This design comes from an exercise in tuning for small area, a short achievable clock period and few clock cycles per item on the open sky130 flow, not from production work. Only simulation tests tie the RTL to the original design; equivalence was not proved.

## the baseline
==> module xu_aes, before the edit <==
module xu_aes (
    input  wire         clk,
    input  wire         rst,         
    input  wire         in_valid,
    output wire         in_ready,
    input  wire         in_key256,   
    input  wire [255:0] in_key,
    input  wire [127:0] in_block,
    output reg          out_valid,
    output wire [127:0] out_data
);
  function [7:0] xtime;
    input [7:0] b;
    xtime = {b[6:0], 1'b0} ^ (b[7] ? 8'h1b : 8'h00);
  endfunction
  localparam NC = 1;
  reg [NC-1:0] q_act;      
  reg [NC-1:0] q_k256;
  reg  [3:0]  q_rnd;       
  reg  [7:0]  q_rcon;
  reg         q_rot;       
  reg [127:0] q_state;
  reg [127:0] q_ka;        
  reg [127:0] q_kb;        
  reg  [31:0] q_kw;        
  reg         p_act;
  reg [NC-1:0] p_k256;
  reg  [3:0]  p_rnd;       
  reg [NC-1:0] p_last;     
  reg [NC-1:0] p_cont;     
  reg  [7:0]  p_rcon;
  reg         p_rot;
  reg [287:0] p_m;         
  reg  [71:0] p_km;        
  reg [127:0] p_kp;        
  reg [127:0] p_kb;
  reg [127:0] r_out;       
  assign out_data = r_out;
  genvar gi;
  wire order_ok = !q_act[0] || !q_k256[0] || (q_rnd >= 4'd4);
  reg  r_ready;
  assign in_ready = r_ready;
  wire       lastq0     = q_k256[0] ? (q_rnd == 4'd13) : (q_rnd == 4'd9);
  wire       p_cont_n   = q_act[0] && !lastq0;
  wire       q_act_n    = p_cont[0] || (in_valid && order_ok);
  wire       q_k256_n   = p_cont[0] ? p_k256[0] : in_key256;
  wire [3:0] q_rnd_n    = p_cont[0] ? p_rnd : 4'd0;
  wire       order_ok_n = !q_act_n || !q_k256_n || (q_rnd_n >= 4'd4);
  always @(posedge clk) begin
    if (rst)
      r_ready <= 1'b1;
    else
      r_ready <= !p_cont_n && order_ok_n;
  end
  wire [127:0] act_w, k256_w;
  generate
    for (gi = 0; gi < 128; gi = gi + 1) begin : g_ctl
      assign act_w[gi]  = p_cont[gi * NC / 128];
      assign k256_w[gi] = p_k256[gi * NC / 128];
    end
  endgenerate
  wire [31:0]  q_rc    = {24'd0, q_rot ? q_rcon : 8'd0};
  wire [287:0] m_nxt;
  wire  [71:0] km_nxt;
  generate
    for (gi = 0; gi < 16; gi = gi + 1) begin : g_sa
      xu_aes_sbox_top u_top (.a(q_state[8*gi +: 8]), .m(m_nxt[18*gi +: 18]));
    end
    for (gi = 0; gi < 4; gi = gi + 1) begin : g_ka
      xu_aes_sbox_top u_top (.a(q_kw[8*gi +: 8]), .m(km_nxt[18*gi +: 18]));
    end
  endgenerate
  always @(posedge clk) begin
    if (rst)
      p_act <= 1'b0;
    else
      p_act <= q_act[0];
    p_k256 <= q_k256;
    p_rnd  <= q_rnd + 4'd1;
    p_last <= (q_k256 & {NC{q_rnd == 4'd13}}) | (~q_k256 & {NC{q_rnd == 4'd9}});
    if (rst)
      p_cont <= {NC{1'b0}};
    else
      p_cont <= q_act & ~((q_k256 & {NC{q_rnd == 4'd13}}) | (~q_k256 & {NC{q_rnd == 4'd9}}));
    p_rcon <= q_rcon;
    p_rot  <= q_rot;
    p_m    <= m_nxt;
    p_km   <= km_nxt;
    p_kp   <= {q_ka[127:96] ^ q_ka[95:64] ^ q_ka[63:32] ^ q_ka[31:0] ^ q_rc,
               q_ka[95:64] ^ q_ka[63:32] ^ q_ka[31:0] ^ q_rc,
               q_ka[63:32] ^ q_ka[31:0] ^ q_rc,
               q_ka[31:0] ^ q_rc};
    p_kb   <= q_kb;
  end
  wire [127:0] sb;
  wire  [31:0] ksub;
  generate
    for (gi = 0; gi < 16; gi = gi + 1) begin : g_sb
      xu_aes_sbox_bot u_bot (.m(p_m[18*gi +: 18]), .y(sb[8*gi +: 8]));
    end
    for (gi = 0; gi < 4; gi = gi + 1) begin : g_kb
      xu_aes_sbox_bot u_bot (.m(p_km[18*gi +: 18]), .y(ksub[8*gi +: 8]));
    end
  endgenerate
  wire [127:0] sr;
  generate
    for (gi = 0; gi < 16; gi = gi + 1) begin : g_shift
      assign sr[8*gi +: 8] = sb[8*((gi + 4*(gi % 4)) % 16) +: 8];
    end
  endgenerate
  wire [127:0] mx;
  generate
    for (gi = 0; gi < 4; gi = gi + 1) begin : g_mix
      wire [7:0] a0 = sr[32*gi +: 8];
      wire [7:0] a1 = sr[32*gi + 8 +: 8];
      wire [7:0] a2 = sr[32*gi + 16 +: 8];
      wire [7:0] a3 = sr[32*gi + 24 +: 8];
      wire [7:0] t  = a0 ^ a1 ^ a2 ^ a3;
      assign mx[32*gi +: 8]      = t ^ xtime(a0 ^ a1);
      assign mx[32*gi + 8 +: 8]  = t ^ xtime(a1 ^ a2);
      assign mx[32*gi + 16 +: 8] = t ^ xtime(a2 ^ a3);
      assign mx[32*gi + 24 +: 8] = t ^ xtime(a3 ^ a0);
    end
  endgenerate
  wire [31:0]  k0      = p_kp[31:0];
  wire [31:0]  k1      = p_kp[63:32];
  wire [31:0]  k2      = p_kp[95:64];
  wire [31:0]  k3      = p_kp[127:96];
  wire [127:0] knext   = {k3, k2, k1, k0} ^ {4{ksub}};
  wire [127:0] rkey    = (k256_w & p_kb) | (~k256_w & knext);
  wire [127:0] last_out  = sr ^ rkey;
  wire [127:0] round_out = last_out ^ mx;
  wire [127:0] state_nxt = (act_w & round_out) | (~act_w & (in_block ^ in_key[127:0]));
  wire [31:0]  kw_in  = in_key256 ? in_key[255:224] : in_key[127:96];
  wire         rot_n  = !p_k256[0] || !p_rot;       
  wire [31:0]  kw_n   = rot_n ? {knext[103:96], knext[127:104]} : knext[127:96];
  integer c;
  always @(posedge clk) begin
    for (c = 0; c < NC; c = c + 1) begin
      if (rst)
        q_act[c] <= 1'b0;
      else
        q_act[c] <= p_cont[c] || (in_valid && order_ok);
      q_k256[c] <= p_cont[c] ? p_k256[c] : in_key256;
    end
    if (rst)
      out_valid <= 1'b0;
    else
      out_valid <= p_act && p_last[0];
    q_state <= state_nxt;
    r_out   <= last_out;
    q_ka    <= (act_w & rkey) | (~act_w & in_key[127:0]);
    q_kb    <= (act_w & knext) | (~act_w & in_key[255:128]);
    q_kw    <= p_cont[0] ? kw_n : {kw_in[7:0], kw_in[31:8]};
    if (p_cont[0]) begin
      q_rnd  <= p_rnd;
      q_rcon <= p_rot ? xtime(p_rcon) : p_rcon;
      q_rot  <= rot_n;
    end else begin
      q_rnd  <= 4'd0;
      q_rcon <= 8'h01;
      q_rot  <= 1'b1;
    end
  end
endmodule
==> flow/config.mk <==
export PLATFORM = sky130hd
export DESIGN_NAME = xu_aes
export DESIGN_NICKNAME = xu_aes
export VERILOG_FILES = /design/flow/design.v
export SDC_FILE = /design/flow/constraint.sdc
export NUM_CORES = 4
export LEC_CHECK = 0
export ABC_CLOCK_PERIOD_IN_PS = 5000
export CAP_MARGIN = 20
export CORE_MARGIN = 2
export CORE_UTILIZATION = 50
export CTS_BUF_LIST = sky130_fd_sc_hd__clkbuf_8
export CTS_CLUSTER_SIZE = 20
export PLACE_DENSITY = 0.6
export SETUP_SLACK_MARGIN = 5
export SLEW_MARGIN = 20
==> flow/constraint.sdc <==
create_clock -name core_clock -period 10.0 [get_ports {clk}]
set_input_delay 2.0000 -clock core_clock [delete_from_list [all_inputs] [get_ports {clk}]]
set_output_delay 2.0000 -clock core_clock [all_outputs]
set_load 0.01 [all_outputs]
standard.sh (not shown) runs the stock make flow with config.mk's settings and CLKGATE_MAP_FILE= SYNTH_SCRIPT=/design/flow/synth_recipe.tcl, a recipe that flattens the netlist after the stock synthesis.
==> flow/flow/run.sh <==
#!/bin/bash
set -euo pipefail
W=$(pwd)
SETUP_MARGIN=6.5
cat > "$W/my_synth.tcl" <<EOT
proc abc {args} {
  set i [lsearch -exact \$args -script]
  if {\$i >= 0} { set args [lreplace \$args \$i [expr {\$i + 1}] -script $W/flow/abc_nf.script] }
  puts "abc with flow/abc_nf.script: \$args"
  yosys abc {*}\$args
}
source $W/synth_recipe.tcl
EOT
bash standard.sh SYNTH_SCRIPT="$W/my_synth.tcl" \
  BUFFER_PORTS_ARGS="-buffer_cell sky130_fd_sc_hd__buf_1" \
  SETUP_SLACK_MARGIN="$SETUP_MARGIN" finish > "$W/standard.log" 2>&1
==> flow/flow/abc_nf.script <==
strash
&get -n
&fraig -x
&put
scorr
dc2
dretime
strash
&get -n
&dch -f
&nf -R 10
&put
buffer -c
topo
stime -c
upsize -c
dnsize -c
Testbench counts of the baseline, summed over its fixed seeds: cycles 24,800, blocks 2,048.
### the baseline -> the candidate
diff --git a/flow/design.v b/flow/design.v
--- a/flow/design.v
+++ b/flow/design.v
@@ -225,7 +225,6 @@
   reg [127:0] q_state;
   reg [127:0] q_ka;        
   reg [127:0] q_kb;        
-  reg  [31:0] q_kw;        
   reg         p_act;
   reg [NC-1:0] p_k256;
   reg  [3:0]  p_rnd;       
@@ -235,7 +234,7 @@
   reg         p_rot;
   reg [287:0] p_m;         
   reg  [71:0] p_km;        
-  reg [127:0] p_kp;        
+  reg [127:0] p_ka;
   reg [127:0] p_kb;
   reg [127:0] r_out;       
   assign out_data = r_out;
@@ -262,7 +261,6 @@
       assign k256_w[gi] = p_k256[gi * NC / 128];
     end
   endgenerate
-  wire [31:0]  q_rc    = {24'd0, q_rot ? q_rcon : 8'd0};
   wire [287:0] m_nxt;
   wire  [71:0] km_nxt;
   generate
@@ -270,7 +268,7 @@
       xu_aes_sbox_top u_top (.a(q_state[8*gi +: 8]), .m(m_nxt[18*gi +: 18]));
     end
     for (gi = 0; gi < 4; gi = gi + 1) begin : g_ka
-      xu_aes_sbox_top u_top (.a(q_kw[8*gi +: 8]), .m(km_nxt[18*gi +: 18]));
+      xu_aes_sbox_top u_top (.a(q_kb[96 + 8*gi +: 8]), .m(km_nxt[18*gi +: 18]));
     end
   endgenerate
   always @(posedge clk) begin
@@ -289,10 +287,7 @@
     p_rot  <= q_rot;
     p_m    <= m_nxt;
     p_km   <= km_nxt;
-    p_kp   <= {q_ka[127:96] ^ q_ka[95:64] ^ q_ka[63:32] ^ q_ka[31:0] ^ q_rc,
-               q_ka[95:64] ^ q_ka[63:32] ^ q_ka[31:0] ^ q_rc,
-               q_ka[63:32] ^ q_ka[31:0] ^ q_rc,
-               q_ka[31:0] ^ q_rc};
+    p_ka   <= q_ka;
     p_kb   <= q_kb;
   end
   wire [127:0] sb;
@@ -325,18 +320,19 @@
       assign mx[32*gi + 24 +: 8] = t ^ xtime(a3 ^ a0);
     end
   endgenerate
-  wire [31:0]  k0      = p_kp[31:0];
-  wire [31:0]  k1      = p_kp[63:32];
-  wire [31:0]  k2      = p_kp[95:64];
-  wire [31:0]  k3      = p_kp[127:96];
-  wire [127:0] knext   = {k3, k2, k1, k0} ^ {4{ksub}};
+  wire [31:0]  kw_rot  = {ksub[7:0], ksub[31:8]};
+  wire [31:0]  rc      = {24'd0, p_rot ? p_rcon : 8'd0};
+  wire [31:0]  k0      = p_ka[31:0] ^ rc;
+  wire [31:0]  k1      = k0 ^ p_ka[63:32];
+  wire [31:0]  k2      = k1 ^ p_ka[95:64];
+  wire [31:0]  k3      = k2 ^ p_ka[127:96];
+  wire [31:0]  kw_t    = p_rot ? kw_rot : ksub;
+  wire [127:0] knext   = {k3, k2, k1, k0} ^ {4{kw_t}};
   wire [127:0] rkey    = (k256_w & p_kb) | (~k256_w & knext);
   wire [127:0] last_out  = sr ^ rkey;
   wire [127:0] round_out = last_out ^ mx;
   wire [127:0] state_nxt = (act_w & round_out) | (~act_w & (in_block ^ in_key[127:0]));
-  wire [31:0]  kw_in  = in_key256 ? in_key[255:224] : in_key[127:96];
-  wire         rot_n  = !p_k256[0] || !p_rot;       
-  wire [31:0]  kw_n   = rot_n ? {knext[103:96], knext[127:104]} : knext[127:96];
+  wire [127:0] kb_in  = {in_key256 ? in_key[255:224] : in_key[127:96], in_key[223:128]};
   integer c;
   always @(posedge clk) begin
     for (c = 0; c < NC; c = c + 1) begin
@@ -353,12 +349,11 @@
     q_state <= state_nxt;
     r_out   <= last_out;
     q_ka    <= (act_w & rkey) | (~act_w & in_key[127:0]);
-    q_kb    <= (act_w & knext) | (~act_w & in_key[255:128]);
-    q_kw    <= p_cont[0] ? kw_n : {kw_in[7:0], kw_in[31:8]};
+    q_kb    <= (act_w & knext) | (~act_w & kb_in);
     if (p_cont[0]) begin
       q_rnd  <= p_rnd;
       q_rcon <= p_rot ? xtime(p_rcon) : p_rcon;
-      q_rot  <= rot_n;
+      q_rot  <= !p_k256[0] || !p_rot;
     end else begin
       q_rnd  <= 4'd0;
       q_rcon <= 8'h01;
## What came out
- [compare] base=the baseline new=the candidate: number of inverters outside the clock class in the layout -21; critical path depth picked up an extra 1; sequential area share after synthesis fell 0.26 points; final instance area +640 sq um.
- Compared with the baseline, in the candidate synthesis-to-finish area growth increased 3.6 points, shortest period the worst path allows shows an increase of 0.064 ns, adder-cell share of the synthesized area has remained practically unchanged, post-layout instance count excluding filler cells went down 205.
- Diff the baseline -> the candidate | compound-cell area share of the yosys netlist | decrease of 0.61 points
- The baseline → the candidate: total of plain and repair buffers excluding clock buffers now larger; first-pass GRT wire length now smaller; highest clock frequency the design can meet now smaller; number of clock-tree buffers in the layout now smaller; share of layout cells above drive strength 1 now larger.
Testbench counts of the candidate, summed over its fixed seeds: cycles 24,800, blocks 2,048.

[re-timing with driven ports]
The flow's constraints put no driver on any port. The routed layouts listed below were extracted and timed again, unchanged, in two steps. Step 1: set_driving_cell puts a clkbuf_16 on clk and a buf_2 on each other input, an assumption about the parent block. Step 2 times the ports against the registers' clock, not the clock port: input delays grow and output delays shrink by t, the midpoint of the rising clock arrivals with the driver on. Three values: no drivers, after step 1, after step 2; two values: the first two.
run	shift t [ns]	slack for setup (ns)	worst setup path after step 2	latest minus earliest clock arrival (ns)	worst register clock-pin slew, ns
the baseline	0.955	6.530 / 6.485 / 6.246	input to register	0.063 / 0.063	0.07 / 0.07
the candidate	0.927	6.467 / 6.467 / 6.373	input to register	0.053 / 0.053	0.07 / 0.07
After both steps setup and hold are still met in every run listed. The setup slack of the baseline, which loses most, moves by -0.045 ns with the drivers and by -0.284 ns with both steps.
